This design comes from an exercise in tuning for small area, a short achievable clock period and few clock cycles per item on the open sky130 flow, not from production work. Only simulation tests tie the RTL to the original design; equivalence was not proved.

## flow/design.v (module list and top-level ports; edited modules follow where they fit)
// module seal_sbox: 135 lines
// module seal_aes256: 73 lines
// module seal_aes_round: 40 lines
// module seal_ghash_mul: 13334 lines
// module seal_tag: 113 lines
module seal_tag (
    input  wire         clk,
    input  wire         rst,
    input  wire         start,
    input  wire [255:0] key,
    input  wire [95:0]  nonce,
    input  wire [15:0]  aad_len,      
    output wire         ready,
    input  wire         in_valid,
    input  wire [127:0] in_data,
    output wire         in_ready,
    output reg          done,
    output reg  [63:0]  tag
);
  // ...
==> flow/flow/run.sh <==
#!/bin/bash
# Own flow: the standard layout (standard.sh) with one change to
# synthesis: ABC maps the logic with flow/abc_xor.script, a mapping that
# keeps XOR-rich logic (S-boxes, MixColumns, the GF(2^128) multiplier)
# compact, instead of ORFS's abc_speed.script. Everything else, registers
# included, is the standard synthesis and layout.
set -euo pipefail
W=$(pwd)
cat > "$W/own_synth.tcl" <<EOT
# ORFS passes -script <its abc script>; swap in ours, keep every other option
proc abc {args} {
  set i [lsearch -exact \$args -script]
  if {\$i >= 0} {
    set args [lreplace \$args [expr {\$i + 1}] [expr {\$i + 1}] {$W/flow/abc_xor.script}]
  }
  puts "own flow: abc \$args"
  yosys abc {*}\$args
}
source {$W/synth_recipe.tcl}
EOT
sed "s#SYNTH_SCRIPT=[^ ]*synth_recipe.tcl#SYNTH_SCRIPT=$W/own_synth.tcl#" standard.sh > "$W/own_standard.sh"
grep -q "SYNTH_SCRIPT=$W/own_synth.tcl" "$W/own_standard.sh"
bash "$W/own_standard.sh" > "$W/own_flow_make.log" 2>&1
==> flow/flow/abc_xor.script <==
strash
dc2
&get -n
&dch -f
&nf
&put
==> flow/standard.sh <==
#!/bin/bash
# synth_recipe.tcl (not shown) runs the flow's synth.tcl, then flattens the netlist and writes it again
# the make line also repeats each setting of config.mk as NAME=value (left out here)
make -C /OpenROAD-flow-scripts/flow DESIGN_CONFIG=/design/flow/config.mk WORK_HOME=/design/flow/orfs CLKGATE_MAP_FILE= SYNTH_SCRIPT=/design/flow/synth_recipe.tcl "${@:-finish}"
==> flow/config.mk <==
export PLATFORM = sky130hd
export DESIGN_NAME = seal_tag
export DESIGN_NICKNAME = seal_tag
export VERILOG_FILES = /design/flow/design.v
export SDC_FILE = /design/flow/constraint.sdc
export NUM_CORES = 4
export LEC_CHECK = 0
export CAP_MARGIN = 20
export CORE_MARGIN = 2
export CORE_UTILIZATION = 45
export PLACE_DENSITY = 0.55
export SETUP_SLACK_MARGIN = 4
export SLEW_MARGIN = 20
==> flow/constraint.sdc <==
create_clock -name core_clock -period 10.0 [get_ports {clk}]
set_input_delay 2.0000 -clock core_clock [delete_from_list [all_inputs] [get_ports {clk}]]
set_output_delay 2.0000 -clock core_clock [all_outputs]
set_load 0.01 [all_outputs]
==> impl_metrics.csv, run 1 <==
group,metric,value,unit
min_path,hold_depth,1,
status,status,"no timing/DRC/antenna violations",
route,drtIter0Drc,27027,
timing,finalSetupViolCount,0,
clocking,htreeDepth,4,
place,portBuffers,566,
layout,inverters,85,
worst_setup_path,path_buf_inv,5,
place,place_area,207000,sq um
layout,final_area,247100,sq um
clocking,post_cts.repair.setup_buffers,519,
worst_setup_path,crit_path_start_kind,"register",
timing,rsz0062_at_grt,"yes",
grt,overflow,0,
route,wl_met2,451.8,mm
timing,period_needed,6764,ps
timing,tightest_slew,1381,ps
synth,synth_most_common_cell,"xnor2_1",
layout,ff_latch_area,26880,sq um
synth,ys.flop_type,"dfxtp_1",
die,row_count,234,
route,final_antenna_net_count,0,
place,dp_hpwl,869.8,mm
worst_setup_path,r2r_cells,22,
route,m1WireLength,380.9,mm
grt,grt_first_pass_wirelength,1473,mm
synth,ys_types,72,
min_path,min_to,"tag[62]$_DFF_P_",
synth,yosysTopAreaCell,"xnor2_1",
layout,multi_input_area,181500,sq um
clocking,cts_tree,"yes",
layout,top_register,"u_aes.win",
die,die_w,642.4,um
clocking,cts.repair.resized,1973,
Testbench counts, summed over its fixed seeds: cycles 4,766, packets 192.
==> module seal_aes256, before the edit <==
module seal_aes256 (
    input  wire         clk,
    input  wire         rst,
    input  wire         load,
    input  wire         start,
    input  wire [255:0] key,
    input  wire [95:0]  nonce,
    output reg          busy,
    output wire         fin,        
    output wire [127:0] h,
    output wire [127:0] ej
);
    reg  [127:0] sa;        
    reg  [127:0] sb;        
    reg  [255:0] win;       
    reg  [7:0]   rcon;
    reg  [3:0]   round;     
    assign h  = sa;
    assign ej = sb;
    function [7:0] xtime(input [7:0] b);
        xtime = {b[6:0], 1'b0} ^ (b[7] ? 8'h1b : 8'h00);
    endfunction
    wire         last_round = (round == 4'd14);
    assign fin = busy && last_round;
    wire [127:0] rk = win[127:0];
    wire [127:0] ra, rb;
    seal_aes_round u_ra (.s(sa), .last(last_round), .rk(rk), .y(ra));
    seal_aes_round u_rb (.s(sb), .last(last_round), .rk(rk), .y(rb));
    wire [31:0] w7 = win[31:0];
    wire [31:0] sub_in = round[0] ? {w7[23:0], w7[31:24]} : w7;
    wire [31:0] sub_out;
    genvar i;
    generate
        for (i = 0; i < 4; i = i + 1) begin : g_ks
            seal_sbox u_sbox (.a(sub_in[31-8*i -: 8]), .y(sub_out[31-8*i -: 8]));
        end
    endgenerate
    wire [31:0] temp = round[0] ? (sub_out ^ {rcon, 24'h0}) : sub_out;
    wire [31:0] p1 = win[255:224] ^ win[223:192];
    wire [31:0] p2 = p1 ^ win[191:160];
    wire [31:0] p3 = p1 ^ (win[191:160] ^ win[159:128]);
    wire [31:0] n0 = win[255:224] ^ temp;
    wire [31:0] n1 = p1 ^ temp;
    wire [31:0] n2 = p2 ^ temp;
    wire [31:0] n3 = p3 ^ temp;
    always @(posedge clk) begin
        if (rst) begin
            busy  <= 1'b0;
        end else if (load && start) begin
            busy  <= 1'b1;
        end else if (busy && last_round) begin
            busy  <= 1'b0;
        end
    end
    always @(posedge clk) begin
        if (load) begin
            sa <= key[255:128];
            sb <= {nonce, 32'h1} ^ key[255:128];
        end else if (busy) begin
            sa <= ra;
            sb <= rb;
        end
        if (load) begin
            win   <= key;
            rcon  <= 8'h01;
            round <= 4'd1;
        end else begin
            win   <= {win[127:0], n0, n1, n2, n3};
            rcon  <= round[0] ? xtime(rcon) : rcon;
            round <= round + 4'd1;
        end
    end
endmodule
==> module seal_aes_round, before the edit <==
module seal_aes_round (
    input  wire [127:0] s,
    input  wire         last,
    input  wire [127:0] rk,
    output wire [127:0] y
);
    function [7:0] xtime(input [7:0] b);
        xtime = {b[6:0], 1'b0} ^ (b[7] ? 8'h1b : 8'h00);
    endfunction
    wire [127:0] sb;
    genvar i;
    generate
        for (i = 0; i < 16; i = i + 1) begin : g_sb
            seal_sbox u_sbox (.a(s[127-8*i -: 8]), .y(sb[127-8*i -: 8]));
        end
    endgenerate
    wire [127:0] sr;
    genvar c, r;
    generate
        for (c = 0; c < 4; c = c + 1) begin : g_src
            for (r = 0; r < 4; r = r + 1) begin : g_srr
                assign sr[127-8*(4*c+r) -: 8] = sb[127-8*(4*((c+r)%4)+r) -: 8];
            end
        end
    endgenerate
    wire [127:0] mc;
    generate
        for (c = 0; c < 4; c = c + 1) begin : g_mc
            wire [7:0] a0 = sr[127-32*c      -: 8];
            wire [7:0] a1 = sr[127-32*c-8    -: 8];
            wire [7:0] a2 = sr[127-32*c-16   -: 8];
            wire [7:0] a3 = sr[127-32*c-24   -: 8];
            assign mc[127-32*c    -: 8] = xtime(a0) ^ xtime(a1) ^ a1 ^ a2 ^ a3;
            assign mc[127-32*c-8  -: 8] = a0 ^ xtime(a1) ^ xtime(a2) ^ a2 ^ a3;
            assign mc[127-32*c-16 -: 8] = a0 ^ a1 ^ xtime(a2) ^ xtime(a3) ^ a3;
            assign mc[127-32*c-24 -: 8] = xtime(a0) ^ a0 ^ a1 ^ a2 ^ xtime(a3);
        end
    endgenerate
    assign y = (last ? sr : mc) ^ rk;
endmodule
==> module seal_tag, before the edit <==
module seal_tag (
    input  wire         clk,
    input  wire         rst,
    input  wire         start,
    input  wire [255:0] key,
    input  wire [95:0]  nonce,
    input  wire [15:0]  aad_len,      
    output wire         ready,
    input  wire         in_valid,
    input  wire [127:0] in_data,
    output wire         in_ready,
    output reg          done,
    output reg  [63:0]  tag
);
    wire         aes_busy, aes_fin;
    wire [127:0] aes_h, aes_ej;
    reg          aes_full;    
    reg  [15:0]  n_len;       
    reg          f_active;    
    reg  [15:0]  f_len;
    reg  [15:0]  f_rem;       
    reg          f_has;       
    reg          f_last;      
    reg  [127:0] h;
    reg  [63:0]  ej0;
    reg  [127:0] y;           
    reg  [127:0] a_q;         
    reg          a_valid;
    reg          a_len;       
    wire switch_now = aes_full && !f_active;
    wire len_load   = f_active && !f_has;
    assign ready    = !aes_busy && (!aes_full || !f_active);
    wire   n_has    = (n_len != 16'd0);
    assign in_ready = switch_now ? n_has : (f_active && f_has);
    wire take = in_valid && in_ready;
    seal_aes256 u_aes (
        .clk   (clk),
        .rst   (rst),
        .load  (ready),
        .start (start),
        .key   (key),
        .nonce (nonce),
        .busy  (aes_busy),
        .fin   (aes_fin),
        .h     (aes_h),
        .ej    (aes_ej)
    );
    wire [3:0]   m_oct  = switch_now ? n_len[3:0] : f_rem[3:0];
    wire         m_last = switch_now ? (n_len[15:4] == 12'd0 || n_len == 16'd16) : f_last;
    wire [127:0] keep_mask = (m_last && m_oct != 4'd0) ? ~({128{1'b1}} >> {m_oct, 3'b000})
                                                       : {128{1'b1}};
    wire [127:0] len_block = {45'h0, f_len, 3'b000, 64'h0};
    wire [127:0] prod;
    seal_ghash_mul u_mul (
        .x (y ^ a_q),
        .h (h),
        .z (prod)
    );
    always @(posedge clk) begin
        if (rst) begin
            aes_full <= 1'b0;
        end else if (aes_fin) begin
            aes_full <= 1'b1;
        end else if (switch_now) begin
            aes_full <= 1'b0;
        end
        if (ready)
            n_len <= aad_len;
    end
    wire [15:0] rem_now  = switch_now ? n_len : f_rem;
    wire [15:0] rem_next = (rem_now[15:4] == 12'd0) ? 16'd0
                                                    : {rem_now[15:4] - 12'd1, rem_now[3:0]};
    wire [15:0] rem_upd  = take ? rem_next : rem_now;
    always @(posedge clk) begin
        if (rst) begin
            f_active <= 1'b0;
        end else if (switch_now) begin
            f_active <= 1'b1;
        end else if (len_load) begin
            f_active <= 1'b0;
        end
        if (switch_now) begin
            f_len <= n_len;
            h     <= aes_h;
            ej0   <= aes_ej[127:64];
        end
        if (switch_now || take) begin
            f_rem  <= rem_upd;
            f_has  <= (rem_upd != 16'd0);
            f_last <= (rem_upd[15:4] == 12'd0) || (rem_upd == 16'd16);
        end
    end
    always @(posedge clk) begin
        if (rst) begin
            a_valid <= 1'b0;
        end else begin
            a_valid <= take || len_load;
        end
        a_q   <= in_ready ? (in_data & keep_mask) : len_block;
        a_len <= !in_ready;
    end
    always @(posedge clk) begin
        if (rst) begin
            y    <= 128'h0;
            done <= 1'b0;
        end else begin
            done <= a_valid && a_len;
            if (a_valid)
                y <= a_len ? 128'h0 : prod;
        end
        tag <= ej0 ^ prod[127:64];
    end
endmodule
==> run 2: changes to the inputs <==
--- a/flow/design.v
+++ b/flow/design.v
@@ -157,20 +157,22 @@
     endfunction
     wire         last_round = (round == 4'd14);
     assign fin = busy && last_round;
-    wire [127:0] rk = win[127:0];
+    wire [127:0] rk = load ? key[255:128] : win[127:0];
     wire [127:0] ra, rb;
-    seal_aes_round u_ra (.s(sa), .last(last_round), .rk(rk), .y(ra));
-    seal_aes_round u_rb (.s(sb), .last(last_round), .rk(rk), .y(rb));
+    seal_aes_round u_ra (.s(sa), .last(last_round), .init(load), .blk(128'h0),
+                         .rk(rk), .y(ra));
+    seal_aes_round u_rb (.s(sb), .last(last_round), .init(load), .blk({nonce, 32'h1}),
+                         .rk(rk), .y(rb));
     wire [31:0] w7 = win[31:0];
-    wire [31:0] sub_in = round[0] ? {w7[23:0], w7[31:24]} : w7;
     wire [31:0] sub_out;
     genvar i;
     generate
         for (i = 0; i < 4; i = i + 1) begin : g_ks
-            seal_sbox u_sbox (.a(sub_in[31-8*i -: 8]), .y(sub_out[31-8*i -: 8]));
+            seal_sbox u_sbox (.a(w7[31-8*i -: 8]), .y(sub_out[31-8*i -: 8]));
         end
     endgenerate
-    wire [31:0] temp = round[0] ? (sub_out ^ {rcon, 24'h0}) : sub_out;
+    wire [31:0] temp = round[0] ? ({sub_out[23:0], sub_out[31:24]} ^ {rcon, 24'h0})
+                                : sub_out;
     wire [31:0] p1 = win[255:224] ^ win[223:192];
     wire [31:0] p2 = p1 ^ win[191:160];
     wire [31:0] p3 = p1 ^ (win[191:160] ^ win[159:128]);
@@ -188,10 +190,7 @@
         end
     end
     always @(posedge clk) begin
-        if (load) begin
-            sa <= key[255:128];
-            sb <= {nonce, 32'h1} ^ key[255:128];
-        end else if (busy) begin
+        if (load || busy) begin
             sa <= ra;
             sb <= rb;
         end
@@ -209,6 +208,8 @@
 module seal_aes_round (
     input  wire [127:0] s,
     input  wire         last,
+    input  wire         init,       
+    input  wire [127:0] blk,
     input  wire [127:0] rk,
     output wire [127:0] y
 );
@@ -244,7 +245,7 @@
             assign mc[127-32*c-24 -: 8] = xtime(a0) ^ a0 ^ a1 ^ a2 ^ xtime(a3);
         end
     endgenerate
-    assign y = (last ? sr : mc) ^ rk;
+    assign y = (init ? blk : last ? sr : mc) ^ rk;
 endmodule
 module seal_ghash_mul (
     input  wire [127:0] x,
@@ -13598,6 +13599,10 @@
     wire [127:0] aes_h, aes_ej;
     reg          aes_full;    
     reg  [15:0]  n_len;       
+    reg          q_full;
+    reg  [127:0] q_h;
+    reg  [63:0]  q_ej;
+    reg  [15:0]  q_len;
     reg          f_active;    
     reg  [15:0]  f_len;
     reg  [15:0]  f_rem;       
@@ -13609,10 +13614,11 @@
     reg  [127:0] a_q;         
     reg          a_valid;
     reg          a_len;       
-    wire switch_now = aes_full && !f_active;
+    wire switch_now = q_full && !f_active;
+    wire move_now   = aes_full && (!q_full || switch_now);
     wire len_load   = f_active && !f_has;
-    assign ready    = !aes_busy && (!aes_full || !f_active);
-    wire   n_has    = (n_len != 16'd0);
+    assign ready    = !aes_busy && (!aes_full || move_now);
+    wire   n_has    = (q_len != 16'd0);
     assign in_ready = switch_now ? n_has : (f_active && f_has);
     wire take = in_valid && in_ready;
     seal_aes256 u_aes (
@@ -13627,15 +13633,16 @@
         .h     (aes_h),
         .ej    (aes_ej)
     );
-    wire [3:0]   m_oct  = switch_now ? n_len[3:0] : f_rem[3:0];
-    wire         m_last = switch_now ? (n_len[15:4] == 12'd0 || n_len == 16'd16) : f_last;
+    wire [3:0]   m_oct  = switch_now ? q_len[3:0] : f_rem[3:0];
+    wire         m_last = switch_now ? (q_len[15:4] == 12'd0 || q_len == 16'd16) : f_last;
     wire [127:0] keep_mask = (m_last && m_oct != 4'd0) ? ~({128{1'b1}} >> {m_oct, 3'b000})
                                                        : {128{1'b1}};
     wire [127:0] len_block = {45'h0, f_len, 3'b000, 64'h0};
     wire [127:0] prod;
+    wire [127:0] h_op = a_valid ? h : {1'b1, 127'h0};
     seal_ghash_mul u_mul (
         .x (y ^ a_q),
-        .h (h),
+        .h (h_op),
         .z (prod)
     );
     always @(posedge clk) begin
@@ -13643,13 +13650,25 @@
             aes_full <= 1'b0;
         end else if (aes_fin) begin
             aes_full <= 1'b1;
-        end else if (switch_now) begin
+        end else if (move_now) begin
             aes_full <= 1'b0;
         end
         if (ready)
             n_len <= aad_len;
+        if (rst) begin
+            q_full <= 1'b0;
+        end else if (move_now) begin
+            q_full <= 1'b1;
+        end else if (switch_now) begin
+            q_full <= 1'b0;
+        end
+        if (move_now) begin
+            q_h   <= aes_h;
+            q_ej  <= aes_ej[127:64];
+            q_len <= n_len;
+        end
     end
-    wire [15:0] rem_now  = switch_now ? n_len : f_rem;
+    wire [15:0] rem_now  = switch_now ? q_len : f_rem;
     wire [15:0] rem_next = (rem_now[15:4] == 12'd0) ? 16'd0
                                                     : {rem_now[15:4] - 12'd1, rem_now[3:0]};
     wire [15:0] rem_upd  = take ? rem_next : rem_now;
@@ -13662,9 +13681,9 @@
             f_active <= 1'b0;
         end
         if (switch_now) begin
-            f_len <= n_len;
-            h     <= aes_h;
-            ej0   <= aes_ej[127:64];
+            f_len <= q_len;
+            h     <= q_h;
+            ej0   <= q_ej;
         end
         if (switch_now || take) begin
             f_rem  <= rem_upd;
@@ -13678,17 +13697,21 @@
         end else begin
             a_valid <= take || len_load;
         end
-        a_q   <= in_ready ? (in_data & keep_mask) : len_block;
-        a_len <= !in_ready;
+        if (rst) begin
+            a_q   <= 128'h0;
+            a_len <= 1'b0;
+        end else begin
+            a_q   <= take ? (in_data & keep_mask) : len_load ? len_block : 128'h0;
+            a_len <= len_load;
+        end
     end
     always @(posedge clk) begin
         if (rst) begin
             y    <= 128'h0;
             done <= 1'b0;
         end else begin
-            done <= a_valid && a_len;
-            if (a_valid)
-                y <= a_len ? 128'h0 : prod;
+            done <= a_len;
+            y    <= a_len ? 128'h0 : prod;
         end
         tag <= ej0 ^ prod[127:64];
     end
==> run 2 against run 1 <==
- non-clock buffer count decreased by 396
- worst setup slack better by 240 ps
- global-route usage shrank 0.095 points
- still clean
- die area shrank 1.3%
- cell count decreased by 2.2%
- largest cell class unchanged
- via count is 3.3% lower
- synthesized area down 1.4%
==> impl_metrics.csv, run 2 <==
group,metric,value,unit
synth,synthTopCellsByCount,"xnor2_1, nand2_1, xor2_1",
clocking,holdBufCountCts,0,
clocking,max-clock-path-buffers,4,
worst_setup_path,crit_path_end_kind,"register",
synth,netlist_area,180900,sq um
clocking,cts_root_buf,"clkbuf_16",
timing,finalHoldViolCount,0,
route,drt_pre_antenna_iters,9,
synth,yosysSeqAreaShare,18.30,%
grt,antenna_found_initial,83,
clocking,cts_tree,"yes",
timing,fin_hold_ws,354.4,ps
worst_setup_path,critPathKind,"register to register",
synth,synth_nets,22974,
synth,yosysTopAreaCell,"xnor2_1",
layout,layout.nets,25740,
layout,layout-drive-gt1-share,17.89,%
synth,async_flop_share,0,%
timing,drv_slew,0,
timing,min_period_over_period,65.19,%
synth,synth-seq-cells,1301,
die,row_count,232,
clocking,cts_sinks,1301,
worst_setup_path,crit_required,10830,ps
synth,synth_top_area_share,38.66,%
synth,ys.flop_type,"edfxtp_1",
die,pin_count,567,
timing,rsz0062_at_grt,"yes",
die,chipHeight,638.1,um
min_path,hold_path.class,"register to register",
timing,tightest_slew,1433,ps
route,final_antenna_net_count,0,
worst_setup_path,crit_fanout,35,
grt,grt_pass1_vias,168092,
synth,synthCells,22398,
layout,layout_commonest_cell,"xnor2_1",
route,vias,182433,
grt,grt_start_max_net_pins,177,
synth,synth.top_cells.by_area,"xnor2_1, xor2_1, edfxtp_1, nand2_1, dfxtp_1",
layout,finish.utilization,59.20,%
route,wl_per_cell,36.09,um
worst_setup_path,crit_path_start_kind,"register",
layout,final_cell_mix,"xnor2_1, nand2_1, xor2_1",
synth,synth_edf_count,706,
die,start_util,45.26,%
grt,overflow,0,
synth,synth_warnings,3,
run,maxCapViolCount,0,
clocking,clkTransAtPathRegs,70,ps
route,routed_wirelength,1106,mm
route,drtIter0Drc,25866,
place,portBuffers,566,
layout,largest_reg_flops,256,
die,core_area,399700,sq um
die,die-area,407100,sq um
place,gp_congestion,1.163,
timing,maxSlewHeadroom,4.162,%
synth,ys_types,68,
layout,nFillCells,34873,
layout,area_growth,30.79,%
clocking,cts_buffers,163,
die,die_w,638.1,um
grt,gr-usage-all-layers,51.77,%
layout,top_register,"u_aes.win",
clocking,clkLatencyLatePin,1050,ps
route,drt_drc_violations_left,0,
clocking,htreeDepth,4,
worst_setup_path,critPathArrivalTime,7350,ps
timing,period_needed,6519,ps
route,vias_per_cell,5.951,
status,status,"no timing/DRC/antenna violations",
timing,finalClockSkew,160.0,ps
grt,grt_first_pass_wirelength,1450,mm
timing,finalSetupViolCount,0,
synth,synth_most_common_cell,"xnor2_1",
synth,avgSynthCellArea,8.078,sq um
place,dp_hpwl,863.5,mm
timing,fmax,153.4,MHz
[run 2: path summary, 6_finish.rpt]
check	startpoint	end	slack (ps)	cells after the start
max	a_valid$_SDFF_PP0_	tag[57]$_DFF_P_	3480	21
min	q_h[95]$_DFFE_PP_	h[95]$_DFFE_PP_	350	0
min reg2reg	q_h[95]$_DFFE_PP_	h[95]$_DFFE_PP_	350	0
max reg2reg	a_valid$_SDFF_PP0_	tag[57]$_DFF_P_	3480	21
[run 2: layer usage]
metal  routed length [um]  share of wire, %  vias to the layer above  GRT usage, %
met1               380000                34                    87307         58.85
met3               137000                12                     4327         17.56
met5                  189             0.017                        -       0.02363
li1                     -                 -                    77099             -
met2               442800                40                    13672         73.29
met4               146300                13                       28         54.42
[run 2: what timing repair did]
action                     4_1_cts  5_1_grt
cloned                           1        1
pin swaps                      123      241
setup buffers                  335      407
setup endpoints to repair      537      464
gates resized for setup       1399     1027
[run 2: through the flow]
stage               cells  TNS [ps]  instance area [sq um]  setup slack, ps
finish              30657         0                 236600             3481
global route        30603         0                 236500             3459
CTS                 30150         0                 225500             3954
detailed placement  29519         0                 206200            936.9
global placement    29510         0                 205900            724.3
floorplan           22398  -1415190                 180900            -2679
[run 2: logic make-up after synthesis]
group,Yosys count,synth area share [%]
buffers and inverters,188,0.3900
AOI/OAI and AO/OA,1813,5.948
DFF,1301,18.30
xor gates and xnor gates,11641,57.83
and+or+nand+nor,7167,15.82
adders and majority gates,76,0.5256
muxes,212,1.180
[run 2: cell type report]
type / count / area, sq um / share of cell area (%)
clock buffer: 196 / 4338 / 1.833
timing repair buffer: 2601 / 22820 / 9.646
multi-input combinational: 20909 / 167600 / 70.84
clock inverter: 99 / 1135 / 0.4796
antenna: 98 / 245.2 / 0.1036
sequential: 1301 / 33150 / 14.01
tap: 5265 / 6588 / 2.784
inverter: 188 / 720.7 / 0.3046
[run 2: critical path, cell delays in order, from the launching register on]
cell and delay [ps]:
dfxtp_4 380, buf_12 150, buf_12 260, nand2_1 180
buf_4 290, o22ai_1 320, buf_4 270, nand2_1 90
xnor2_1 230, xnor2_1 100, xnor2_1 340, xor2_1 540
xnor2_1 200, xnor2_2 890, xnor2_1 330, xnor2_4 210
buf_12 170, xnor2_2 360, xnor2_2 200, xnor2_1 430
xnor2_2 200, xnor2_1 160
Testbench counts of run 2, summed over its fixed seeds: cycles 4,519, packets 192.
==> run 3: changes to the inputs <==
--- a/flow/config.mk
+++ b/flow/config.mk
@@ -5,9 +5,9 @@
 export SDC_FILE = /design/flow/constraint.sdc
 export NUM_CORES = 4
 export LEC_CHECK = 0
-export CAP_MARGIN = 20
+export CAP_MARGIN = 35
 export CORE_MARGIN = 2
 export CORE_UTILIZATION = 45
 export PLACE_DENSITY = 0.55
 export SETUP_SLACK_MARGIN = 4
-export SLEW_MARGIN = 20
+export SLEW_MARGIN = 35
==> run 3 against run 2 <==
- clock skew is 48 ps lower
- cell count is 0.15% higher
- clock-buffer cell count is 27 higher
- die area stayed put
- critical path type unchanged
- critical endpoint is now y[95]$_SDFF_PP0_
- highest routed layer unchanged
==> impl_metrics.csv, run 3 <==
group,metric,value,unit
timing,fmax,158.5,MHz
worst_setup_path,rrSetupSlack,3690,ps
synth,synth_top_area_share,38.66,%
timing,tightest_slew,1113,ps
route,drtIter0Drc,25750,
route,drt_pre_antenna_iters,9,
route,final_antenna_net_count,0,
die,die-area,407100,sq um
worst_setup_path,crit_slowest_cell,"xnor2_1",
clocking,htreeDepth,4,
worst_setup_path,crit_path_start_kind,"register",
worst_setup_path,timing.rr.start,"a_valid$_SDFF_PP0_",
layout,top_register,"u_aes.win",
synth,ys_types,68,
synth,synth_most_common_cell,"xnor2_1",
place,portBuffers,566,
timing,drv_slew,0,
layout,layout-drive-gt1-share,18.26,%
synth,async_flop_share,0,%
die,die_w,638.1,um
synth,synth_warnings,3,
min_path,min_to,"h[117]$_DFFE_PP_",
timing,finalSetupViolCount,0,
route,drt_drc_violations_left,0,
clocking,max-clock-path-buffers,4,
min_path,hold_depth,0,
timing,rsz0062_at_grt,"yes",
synth,netlist_area,180900,sq um
place,gp_congestion,1.163,
worst_setup_path,crit_required,10760,ps
clocking,cts_buffers,162,
synth,synth_edf_count,706,
clocking,cts_root_buf,"clkbuf_16",
clocking,clkTransAtPathRegs,70,ps
layout,finish.utilization,59.28,%
timing,finalHoldViolCount,0,
clocking,cts_tree,"yes",
synth,yosysSeqAreaShare,18.30,%
synth,synthTopCellsByCount,"xnor2_1, nand2_1, xor2_1",
grt,grt_start_max_net_pins,177,
min_path,holdCritStartpoint,"q_h[117]$_DFFE_PP_",
layout,layout.nets,25788,
worst_setup_path,path_buf_inv,6,
layout,nFillCells,34758,
clocking,cts_sinks,1301,
min_path,hold_path.class,"register to register",
die,core_area,399700,sq um
layout,area_growth,30.98,%
die,row_count,232,
route,routed_wirelength,1107,mm
layout,final_cell_mix,"xnor2_1, nand2_1, xor2_1",
grt,overflow,0,
grt,gr-usage-all-layers,51.71,%
layout,ff_latch_area,33150,sq um
grt,antenna_found_initial,91,
synth,synth-seq-cells,1301,
worst_setup_path,crit_path_max_incr_delay,510,ps
timing,min_period_over_period,63.10,%
layout,multi_input_area,167800,sq um
worst_setup_path,cp_common_cell,"xnor2_1",
worst_setup_path,crit_path_end_kind,"register",
timing,maxSlewHeadroom,25.45,%
worst_setup_path,critPathKind,"register to register",
synth,synth.top_cells.by_area,"xnor2_1, xor2_1, edfxtp_1, nand2_1, dfxtp_1",
worst_setup_path,critPathArrivalTime,7070,ps
timing,finalClockSkew,112.1,ps
timing,period_needed,6310,ps
grt,grt_pass1_vias,168290,
route,vias,183171,
die,pin_count,567,
synth,synth_nets,22974,
synth,yosysTopAreaCell,"xnor2_1",
worst_setup_path,crit_chain,"buf_12 -> buf_12 -> nand2_2 -> buf_4 -> o22ai_1 -> buf_4 -> nand2_1 -> xnor2_1 -> xnor2_1 -> xnor2_1 -> xnor2_1 -> xor2_1 -> xnor2_1 -> xnor2_2 -> xnor2_2 -> buf_4 -> xnor2_4 -> xnor2_2 -> xnor2_1 -> xnor2_2 -> buf_4 -> nor2_1",
run,maxCapViolCount,0,
grt,grt_first_pass_wirelength,1448,mm
synth,synthCells,22398,
worst_setup_path,reg2reg_to,"y[95]$_SDFF_PP0_",
die,chipHeight,638.1,um
layout,layout_commonest_cell,"xnor2_1",
synth,avgSynthCellArea,8.078,sq um
place,dp_hpwl,864.8,mm
status,status,"no timing/DRC/antenna violations",
die,start_util,45.26,%
layout,largest_reg_flops,256,
route,wl_per_cell,36.06,um
worst_setup_path,cpLargestDelayFamily,"XOR/XNOR gates",
worst_setup_path,crit_fanout,35,
route,vias_per_cell,5.966,
synth,ys.flop_type,"edfxtp_1",
worst_setup_path,r2r_cells,22,
clocking,clkLatencyLatePin,1010,ps
run 3: layer usage:
layer  vias up  GRT usage, %  wire length (um)
met5         -             0               213
li1      77133             -                 -
met1     87794         58.82            380600
met3      4474         17.17            135800
met4        26         54.70            147200
met2     13744         73.28            443200
run 3: area by class of cell:
type / instances / share of cell area [%]
Inverter: 188 / 0.3041
Antenna cell: 99 / 0.1045
Clock buffer: 223 / 1.994
Clock inverter: 67 / 0.2820
Tap cell: 5265 / 2.780
Multi-Input combinational cell: 20909 / 70.83
Timing Repair Buffer: 2650 / 9.712
Sequential cell: 1301 / 13.99
run 3: logic make-up after synthesis:
kind of cell	after synthesis	share of synthesized area, %
xor+xnor	11641	57.83
simple gates	7167	15.82
compound gates	1813	5.948
flops	1301	18.30
mux	212	1.180
buf+inv	188	0.3900
fa+ha+maj	76	0.5256
run 3: worst register-to-register path: cells and delay by family (launching register included):
family                    cells  cell delay, ps
AOI/OAI and AO/OA             1             470
xor gates and xnor gates     12            3360
buffers and inverters         6            1550
DFF                           1             380
and+or+nand+nor               3             400
run 3: repair_timing:
action | 4_1_cts | 5_1_grt
hold endpoints to repair | 0 | 0
setup buffers | 324 | 460
pin swaps | 120 | 245
gates resized for setup | 1264 | 1039
hold buffers | 0 | 0
gates cloned | 1 | 1
endpoints found under the setup margin | 537 | 460
run 3: metrics by stage:
step | instances | setup WS (ps) | hold WS, ps | setup TNS (ps) | cell area [sq um]
2_1_floorplan | 22398 | -2679 | 400.3 | -1415190 | 180900
3_3_place_gp | 29510 | 724.3 | 400.3 | 0 | 205900
3_5_place_dp | 29526 | 1289 | 404.5 | 0 | 207400
4_1_cts | 30141 | 3928 | 350.1 | 0 | 225300
5_1_grt | 30655 | 3535 | 352.5 | 0 | 236800
6_report | 30702 | 3690 | 336.7 | 0 | 237000
run 3: worst max path at each step:
stage               slack, ps  depth (start not counted)                    start                       to
floorplan               -2680                          5      q_full$_SDFFE_PP0P_  u_aes.sa[116]$_DFFE_PP_
global placement          720                         21       a_valid$_SDFF_PP0_        y[120]$_SDFF_PP0_
detailed placement       1290                         21       a_valid$_SDFF_PP0_        y[120]$_SDFF_PP0_
CTS                      3930                         21         y[72]$_SDFF_PP0_          tag[61]$_DFF_P_
global route             3530                         23  u_aes.sb[105]$_DFFE_PP_   u_aes.sb[41]$_DFFE_PP_
finish                   3690                         22       a_valid$_SDFF_PP0_         y[95]$_SDFF_PP0_
==> run 4: changes to the inputs <==
==> flow/run.sh (new file) <==
#!/bin/bash
# synth_recipe.tcl (not shown) runs the flow's synth.tcl, then flattens the netlist and writes it again
# the make line also repeats each setting of config.mk as NAME=value (left out here)
make -C /OpenROAD-flow-scripts/flow DESIGN_CONFIG=/design/flow/config.mk WORK_HOME=/design/flow/orfs CLKGATE_MAP_FILE= SYNTH_SCRIPT=/design/flow/synth_recipe.tcl finish
--- a/flow/config.mk
+++ b/flow/config.mk
@@ -7,7 +7,7 @@
 export LEC_CHECK = 0
 export CAP_MARGIN = 35
 export CORE_MARGIN = 2
-export CORE_UTILIZATION = 45
-export PLACE_DENSITY = 0.55
+export CORE_UTILIZATION = 40
+export PLACE_DENSITY = 0.5
 export SETUP_SLACK_MARGIN = 4
 export SLEW_MARGIN = 35
removed: flow/flow/run.sh
removed: flow/flow/abc_xor.script
removed: flow/standard.sh
==> run 4 against run 3 <==
- still clean on timing, DRC and antenna
- hold slack better by 40 ps
- die area is 35% higher
- wire length grew 23%
- utilization down 7.2 points
- global-route usage decreased by 4.5 points
- maximum frequency grew 0.71%
- non-clock buffer count increased by 672
- via count up 20%
- flip-flop and latch count did not move
- clock-buffer cell count up 6
- critical path type unchanged
- critical endpoint is now y[34]$_SDFF_PP0_
- highest routed layer unchanged
==> impl_metrics.csv, run 4 <==
group,metric,value,unit
status,status,"no timing/DRC/antenna violations",
timing,fin_hold_ws,376.6,ps
worst_setup_path,cpLargestDelayFamily,"XOR/XNOR gates",
route,drtIter0Drc,30509,
worst_setup_path,path_buf_inv,3,
route,drt_drc_violations_left,0,
grt,gr-usage-all-layers,47.22,%
timing,finalClockSkew,121.3,ps
worst_setup_path,crit_path_end_kind,"register",
grt,grt_first_pass_wirelength,1786,mm
min_path,holdCritStartpoint,"q_h[57]$_DFFE_PP_",
clocking,clkTransAtPathRegs,70,ps
clocking,holdBufCountCts,0,
die,start_util,40.17,%
synth,yosysTopAreaCell,"xnor2_1",
layout,layout-drive-gt1-share,20.98,%
synth,synth_most_common_cell,"xnor2_1",
timing,fmax,159.6,MHz
timing,finalHoldViolCount,0,
layout,final_cell_mix,"xnor2_1, nor2_1, buf_4",
layout,layout_commonest_cell,"xnor2_1",
layout,top_register,"u_aes.win",
timing,period_needed,6265,ps
worst_setup_path,crit_slowest_cell,"edfxtp_1",
synth,async_flop_share,0,%
layout,nFillCells,50941,
synth,synth_top_area_share,30.81,%
worst_setup_path,rrSetupSlack,3730,ps
timing,finalSetupViolCount,0,
place,gp_congestion,1.144,
worst_setup_path,crit_chain,"buf_8 -> xor2_1 -> nand2_1 -> nor2_1 -> xnor2_1 -> xnor2_1 -> xnor2_1 -> buf_4 -> xnor2_1 -> xnor2_4 -> xor2_1 -> xnor2_2 -> xnor2_1 -> xnor2_1 -> xnor2_1 -> buf_4 -> xnor2_1 -> nor2_1",
grt,overflow,0,
synth,synth.top_cells.by_area,"xnor2_1, xor2_1, nor2_1, edfxtp_1, xnor3_1",
die,die-area,549100,sq um
layout,largest_reg_flops,256,
place,dp_hpwl,1074,mm
layout,layout.nets,30210,
die,pin_count,567,
route,vias_per_cell,5.923,
synth,ys_types,123,
clocking,cts_sinks,1301,
clocking,htreeDepth,4,
synth,ys.flop_type,"edfxtp_1",
synth,yosysSeqAreaShare,15.24,%
place,portBuffers,566,
layout,multi_input_area,202700,sq um
timing,min_period_over_period,62.65,%
place,post-place-ws,1285,ps
grt,grt_start_max_net_pins,121,
synth,synthTopCellsByCount,"xnor2_1, nor2_1, xor2_1",
timing,rsz0062_at_grt,"yes",
die,core_area,540900,sq um
die,die_w,741.0,um
clocking,clkLatencyLatePin,1020,ps
layout,ff_latch_area,33180,sq um
synth,synthCells,27470,
timing,tightest_slew,1212,ps
worst_setup_path,crit_required,10770,ps
clocking,cts_root_buf,"clkbuf_16",
synth,synth_nets,28046,
synth,synth-seq-cells,1301,
timing,drv_slew,0,
min_path,min_to,"h[57]$_DFFE_PP_",
grt,antenna_found_initial,136,
route,routed_wirelength,1360,mm
grt,grt_pass1_vias,200194,
clocking,cts_tree,"yes",
worst_setup_path,critPathArrivalTime,7030,ps
worst_setup_path,reg2reg_to,"y[34]$_SDFF_PP0_",
clocking,max-clock-path-buffers,4,
synth,netlist_area,217300,sq um
synth,avgSynthCellArea,7.910,sq um
timing,setup_ws,3735,ps
run,maxCapViolCount,0,
clocking,cts_buffers,179,
worst_setup_path,crit_path_start_kind,"register",
die,chipHeight,741.0,um
min_path,hold_path.class,"register to register",
route,drt_pre_antenna_iters,9,
die,row_count,270,
min_path,hold_depth,0,
timing,maxSlewHeadroom,18.91,%
worst_setup_path,critPathKind,"register to register",
place,place_inst,35024,
layout,area_growth,29.62,%
worst_setup_path,crit_path_max_incr_delay,670,ps
synth,synth_edf_count,706,
route,final_antenna_net_count,0,
layout,stdcell_count,37108,
route,wl_per_cell,36.64,um
worst_setup_path,r2r_cells,18,
timing,tns,0,ps
synth,synth_warnings,3,
worst_setup_path,timing.rr.start,"h[125]$_DFFE_PP_",
worst_setup_path,cp_common_cell,"xnor2_1",
worst_setup_path,crit_fanout,8,
route,vias,219802,
run 4: worst reg2reg max path: stages, from the launching register on:
cell	delay, ps
edfxtp_1	670
buf_8	260
xor2_1	640
nand2_1	420
nor2_1	220
xnor2_1	150
xnor2_1	160
xnor2_1	150
buf_4	240
xnor2_1	200
xnor2_4	560
xor2_1	360
xnor2_2	240
xnor2_1	490
xnor2_1	230
xnor2_1	160
buf_4	220
xnor2_1	100
nor2_1	610
run 4: cell families (layout without fill, tap and decap cells):
| family | Yosys count | count (layout) | share of synthesized area [%] |
|---|---|---|---|
| xor gates and xnor gates | 11286 | 11315 | 51.41 |
| and+or+nand+nor | 9373 | 9376 | 17.59 |
| AOI/OAI and AO/OA | 3505 | 3505 | 10.42 |
| buffers and inverters | 1566 | 3848 | 3.210 |
| DFF | 1301 | 1301 | 15.24 |
| muxes | 312 | 312 | 1.462 |
| adders and majority gates | 127 | 127 | 0.6731 |
| other | 0 | 116 | 0 |
run 4: how the worst max path moves through the flow:
| stage | from | endpoint | slack (ps) | cells after the start |
|---|---|---|---|---|
| 6_report | h[125]$_DFFE_PP_ | y[34]$_SDFF_PP0_ | 3730 | 18 |
| 2_1_floorplan | u_aes.sa[100]$_DFFE_PP_ | u_aes.sa[84]$_DFFE_PP_ | 4090 | 20 |
| 3_3_place_gp | a_valid$_SDFF_PP0_ | tag[42]$_DFF_P_ | 530 | 17 |
| 3_5_place_dp | u_aes.sa[79]$_DFFE_PP_ | u_aes.sa[11]$_DFFE_PP_ | 1280 | 18 |
| 4_1_cts | u_aes.sa[73]$_DFFE_PP_ | u_aes.sa[11]$_DFFE_PP_ | 3840 | 22 |
| 5_1_grt | u_aes.sb[82]$_DFFE_PP_ | u_aes.sb[106]$_DFFE_PP_ | 3840 | 18 |
run 4: per-stage QoR:
stage | area (sq um) | utilization, %
final | 281700 | 52.07
after global routing | 281400 | 52.03
after CTS | 267100 | 49.39
after detailed placement | 239700 | 44.32
after global placement | 237100 | 43.84
after floorplan | 217300 | -
run 4: cell type report:
| class | instances | area share, % |
|---|---|---|
| antenna | 116 | 0.1031 |
| tap | 7208 | 3.202 |
| sequential | 1301 | 11.78 |
| clock inverter | 102 | 0.3963 |
| clock buffer | 229 | 1.736 |
| multi-input combinational | 24635 | 71.98 |
| inverter | 195 | 0.2652 |
| timing repair buffer | 3322 | 10.54 |
run 4: timing repair:
| item | in CTS | in global routing |
|---|---|---|
| pin swaps | 342 | 470 |
| endpoints found under the setup margin | 573 | 451 |
| endpoints found under the hold margin | 0 | 0 |
| cloned | 19 | 24 |
| gates resized for setup | 1846 | 1192 |
| setup buffers | 906 | 678 |
run 4: layer usage:
layer,GRT usage (%),share of wire (%),vias to the layer above
met1,54.82,35,106276
met5,0.2708,0.039,-
met4,48.98,13,62
met2,68.95,41,14773
met3,11.79,10,4339
li1,-,-,94352

==> port drivers added, routing unchanged <==
No port has a modelled driver above. Below, the same layouts with a new extraction and two added sets of constraints. Step 1 (the two cells are an assumption about what drives the block):
set clk [get_ports {clk}]
set_driving_cell -lib_cell sky130_fd_sc_hd__clkbuf_16 $clk
set_driving_cell -lib_cell sky130_fd_sc_hd__buf_2 [delete_from_list [all_inputs] $clk]
Step 2 times the ports against the registers' clock, not the clock port: input delays grow and output delays shrink by t, the midpoint of the rising clock arrivals with the driver on. a / b / c = ideal / step 1 / step 2; a / b = the first two.
| run | t (ns) | setup slack, ns | cell pins on the clock port's net |
|---|---|---|---|
| run 1 | 1.088 | 3.236 / 3.236 / 3.236 | 1 |
| run 2 | 1.103 | 3.481 / 3.481 / 3.481 | 1 |
| run 3 | 1.092 | 3.690 / 3.690 / 3.690 | 1 |
| run 4 | 1.092 | 3.735 / 3.735 / 3.735 | 1 |
After both steps every run listed still meets setup and hold.
